Source: an optimization exercise on an open RTL-to-GDS flow (aim: small area). Production flows keep margins and buffers that such runs may drop. Function was checked by simulation only, so behaviour that the tests miss may differ from the original. No activity file was given, so power comes from the tool's default toggle rates.

Setup of red:
==> module sastrugi_unit, before the edit <==
module sastrugi_unit (
    input  wire        clk,
    input  wire        rst,
    input  wire        cfg_we,
    input  wire [4:0]  cfg_shift,
    input  wire        smp_valid,
    input  wire [63:0] smp_value,
    input  wire        cap_req,
    input  wire        cap_clear,
    output wire        cap_busy,
    input  wire [4:0]  rd_sel,
    output reg  [63:0] rd_data
);
    integer i;
    reg [4:0]  shift;
    reg [3:0]  phase;        
    reg [3:0]  cap_cnt;      
    reg        cap_valid;    
    assign cap_busy = (cap_cnt != 4'd0);
    wire take     = cap_req && !cap_busy;
    wire count_it = smp_valid && !cfg_we;
    wire restart  = cfg_we || (take && cap_clear);
    wire cap_act  = take || cap_busy;
    always @(posedge clk) begin
        phase <= phase + 4'd1;
        if (rst) begin
            shift     <= 5'd0;
            cap_cnt   <= 4'd0;
            cap_valid <= 1'b0;
        end else begin
            if (cfg_we)
                shift <= cfg_shift;
            if (take) begin
                cap_cnt   <= 4'd1;
                cap_valid <= 1'b1;
            end else if (cap_busy)
                cap_cnt <= cap_cnt + 4'd1;
        end
    end
    function [4:0] bin_of;
        input [63:0] v;
        input [4:0]  s;
        integer      n;
        reg   [6:0]  top;      
        reg   [6:0]  b;
        begin
            top = 7'd0;
            for (n = 0; n < 64; n = n + 1)
                if (v[n])
                    top = n + 1;
            if (top <= {2'b00, s})
                b = 7'd0;
            else
                b = top - {2'b00, s};
            bin_of = (b > 7'd31) ? 5'd31 : b[4:0];
        end
    endfunction
    wire [4:0] smp_bin = bin_of(smp_value, shift);
    reg [15:0] h_v, h_r, h_l;
    reg [3:0]  h_d [0:15];
    always @(posedge clk) begin
        h_v <= {h_v[14:0], !rst && count_it};
        h_r <= {h_r[14:0], rst || restart};
        h_l <= {h_l[14:0], smp_bin[0]};
        h_d[0] <= smp_bin[4:1] - phase;
        for (i = 1; i < 16; i = i + 1)
            h_d[i] <= h_d[i-1];
    end
    reg [15:0] hit, pre, m_all, z;
    always @(*) begin
        for (i = 0; i < 16; i = i + 1) begin
            hit[i] = h_v[i] && (h_d[i] == ((i + 1) & 15));
            pre[i] = (i >= cap_cnt);
        end
        m_all[0] = 1'b1;
        z[0]     = 1'b1;
        for (i = 1; i < 16; i = i + 1) begin
            m_all[i] = m_all[i-1] && !h_r[i-1];
            z[i]     = z[i-1] && !(h_r[i-1] && pre[i-1]);
        end
    end
    wire [15:0] m_pre = pre & z;
    function [4:0] pop16;
        input [15:0] x;
        integer k;
        begin
            pop16 = 5'd0;
            for (k = 0; k < 16; k = k + 1)
                pop16 = pop16 + {4'd0, x[k]};
        end
    endfunction
    wire [4:0] n_all0 = pop16(hit & ~h_l & m_all);
    wire [4:0] n_all1 = pop16(hit &  h_l & m_all);
    wire [4:0] n_pre0 = pop16(hit & ~h_l & m_pre);
    wire [4:0] n_pre1 = pop16(hit &  h_l & m_pre);
    wire       st_all = |h_r;            
    wire       st_pre = |(h_r & pre);    
    reg [63:0] ring  [0:15];     
    reg [63:0] cring [0:15];     
    function [31:0] sat_add;
        input [31:0] a;
        input [4:0]  n;
        input        z;
        reg   [5:0]  lo;
        reg   [27:0] hi;
        begin
            lo = {1'b0, a[4:0] & {5{~z}}} + {1'b0, n};
            hi = {1'b0, a[31:5] & {27{~z}}} + {27'd0, lo[5]};
            sat_add = {hi[26:0], lo[4:0]} | {32{hi[27]}};
        end
    endfunction
    always @(posedge clk) begin
        for (i = 0; i < 15; i = i + 1) begin
            ring[i]  <= ring[i+1];
            cring[i] <= cring[i+1];
        end
        ring[15]  <= {sat_add(ring[0][63:32], n_all1, st_all), sat_add(ring[0][31:0], n_all0, st_all)};
        cring[15] <= cap_act ? {sat_add(ring[0][63:32], n_pre1, st_pre), sat_add(ring[0][31:0], n_pre0, st_pre)}
                             : cring[0];
    end
    reg [47:0] count;
    reg [63:0] sum;
    reg [63:0] vmin;
    reg [63:0] vmax;
    reg        empty;        
    reg [47:0] cap_count;
    reg [63:0] cap_sum;
    reg [63:0] cap_min;
    reg [63:0] cap_max;
    reg        cap_empty;
    wire        e       = empty || restart;      
    wire [63:0] addend  = count_it ? smp_value : 64'd0;
    wire [64:0] sum_add = {1'b0, e ? 64'd0 : sum} + {1'b0, addend};
    wire [48:0] cnt_add = {1'b0, e ? 48'd0 : count} + {48'd0, count_it};
    always @(posedge clk) begin
        if (rst)
            empty <= 1'b1;
        else if (restart || count_it)
            empty <= !count_it;
        count <= cnt_add[48] ? {48{1'b1}} : cnt_add[47:0];
        sum   <= sum_add[64] ? {64{1'b1}} : sum_add[63:0];
        if (count_it) begin
            if (e || smp_value < vmin)
                vmin <= smp_value;
            if (e || smp_value > vmax)
                vmax <= smp_value;
        end
    end
    always @(posedge clk) begin
        if (take) begin
            cap_count <= count;
            cap_sum   <= sum;
            cap_min   <= vmin;
            cap_max   <= vmax;
            cap_empty <= empty;
        end
    end
    wire [3:0] slot = rd_sel[3:0] - phase;
    always @(*) begin
        rd_data = 64'd0;
        for (i = 0; i < 16; i = i + 1)
            if (cap_valid && !rd_sel[4] && slot == i)
                rd_data = rd_data | cring[i];
        if (cap_valid && rd_sel == 5'd16)
            rd_data = rd_data | cap_min | {64{cap_empty}};
        if (cap_valid && !cap_empty && rd_sel == 5'd17)
            rd_data = rd_data | cap_max;
        if (cap_valid && !cap_empty && rd_sel == 5'd18)
            rd_data = rd_data | {16'd0, cap_count};
        if (cap_valid && !cap_empty && rd_sel == 5'd19)
            rd_data = rd_data | cap_sum;
    end
endmodule
clock: 14.0 ns
lec_check: 0
cap_margin: 10
core_margin: 2
core_utilization: 60
place_density: 0.75
slew_margin: 10
standard.sh (not shown) runs the stock make flow with config.mk's settings and CLKGATE_MAP_FILE= SYNTH_SCRIPT=/design/flow/synth_recipe.tcl, a recipe that flattens the netlist after the stock synthesis.
==> flow/flow/run.sh <==
#!/bin/bash
# The standard layout (standard.sh) with three changes:
#  - synthesis maps logic with an area-oriented ABC script (flow/my_synth.tcl);
#  - clock tree synthesis inserts no dummy loads;
#  - port buffers use the smallest buffer cell.
# Each tool's output stays in the ORFS logs under orfs/logs; make's own output
# goes to standard_flow.log here.
set -euo pipefail
export FLOW_WORK="$PWD"
export FLOW_ABC_SCRIPT="$PWD/flow/area.abc"
sed "s#SYNTH_SCRIPT=[^ ]*#SYNTH_SCRIPT=$PWD/flow/my_synth.tcl#" standard.sh > my_standard.sh
grep -q "SYNTH_SCRIPT=$PWD/flow/my_synth.tcl" my_standard.sh
export CTS_ARGS="-sink_clustering_enable -repair_clock_nets -buf_list sky130_fd_sc_hd__clkbuf_8 -sink_clustering_size 18 -sink_clustering_max_diameter 50 -dont_use_dummy_load"
export BUFFER_PORTS_ARGS="-buffer_cell sky130_fd_sc_hd__buf_1"
bash my_standard.sh finish > standard_flow.log 2>&1
==> flow/flow/area.abc <==
&get -n
&st
&dch -f
&nf -R 1000 -p -F 8 -A 4
&st
&syn2
&if -g -K 6
&synch2
&nf -R 1000 -p -F 8 -A 4
&st
&dch -f
&nf -R 1000 -p -F 8 -A 4
&st
&dch -f
&nf -R 1000 -p -F 8 -A 4
&st
&syn2
&dch -f
&nf -R 1000 -p -F 8 -A 4
&st
&dch -f
&nf -R 1000 -p -F 8 -A 4
&put
topo
stime -c
dnsize -c
==> flow/flow/my_synth.tcl <==
# The standard flow's synthesis (synth_recipe.tcl, unchanged) with one difference: ABC maps the
# combinational logic with flow/area.abc, an area-oriented script, instead of
# ORFS's delay-oriented abc_speed.script. Registers are not touched by ABC.
proc abc {args} {
  set i [lsearch -exact $args -script]
  if {$i >= 0} { lset args [expr {$i + 1}] $::env(FLOW_ABC_SCRIPT) }
  yosys abc {*}$args
}
source $::env(FLOW_WORK)/synth_recipe.tcl
Relative to red, the following input files were edited for blue:
--- a/flow/design.v
+++ b/flow/design.v
@@ -21,14 +21,15 @@
     wire count_it = smp_valid && !cfg_we;
     wire restart  = cfg_we || (take && cap_clear);
     wire cap_act  = take || cap_busy;
     always @(posedge clk) begin
-        phase <= phase + 4'd1;
         if (rst) begin
+            phase     <= 4'd0;
             shift     <= 5'd0;
             cap_cnt   <= 4'd0;
             cap_valid <= 1'b0;
         end else begin
+            phase <= phase + 4'd1;
             if (cfg_we)
                 shift <= cfg_shift;
             if (take) begin
                 cap_cnt   <= 4'd1;
blue | stages: all done | timing, DRC, antenna: all pass. The share of power burned in combinational logic of blue exceeds that of red by 0.5 points. blue: total stage count of the critical path is 7.3% lower than what red reported. Going from red to blue, depth of the worst register-to-register path grew by a little under 10%. red ended up with and3_4 as its slowest cell on the critical path; blue ended up with a211oi_4. Worst setup slack down 0.66 ns in blue wrt red. blue -> red: design area flat.

==> what the ideal ports hide <==
In the flow no input, the clock included, has a driving cell. The finished layouts below were timed again as built, in two steps.
Step 1 sets driving cells, clkbuf_16 on the clock port and buf_2 on the other inputs (assumed; they add their load-dependent delay and slew).
Step 2, shift: input delay + t, output delay - t, t = (earliest + latest rising clock arrival at the registers) / 2. This alone moves slack from input paths to output paths.
Three values: ideal ports, drivers, drivers and shift; two values: the first two.
| run | t (ns) | setup WS [ns] | slew at the worst register clock pin (ns) |
|---|---|---|---|
| red | 0.973 | 3.658 / 3.697 / 2.724 | 0.11 / 0.11 |
| blue | 0.990 | 2.997 / 3.048 / 2.058 | 0.11 / 0.11 |
After both steps setup and hold are still met in every run listed. The setup slack of blue, which loses most, moves by +0.051 ns with the drivers and by -0.939 ns with both steps.
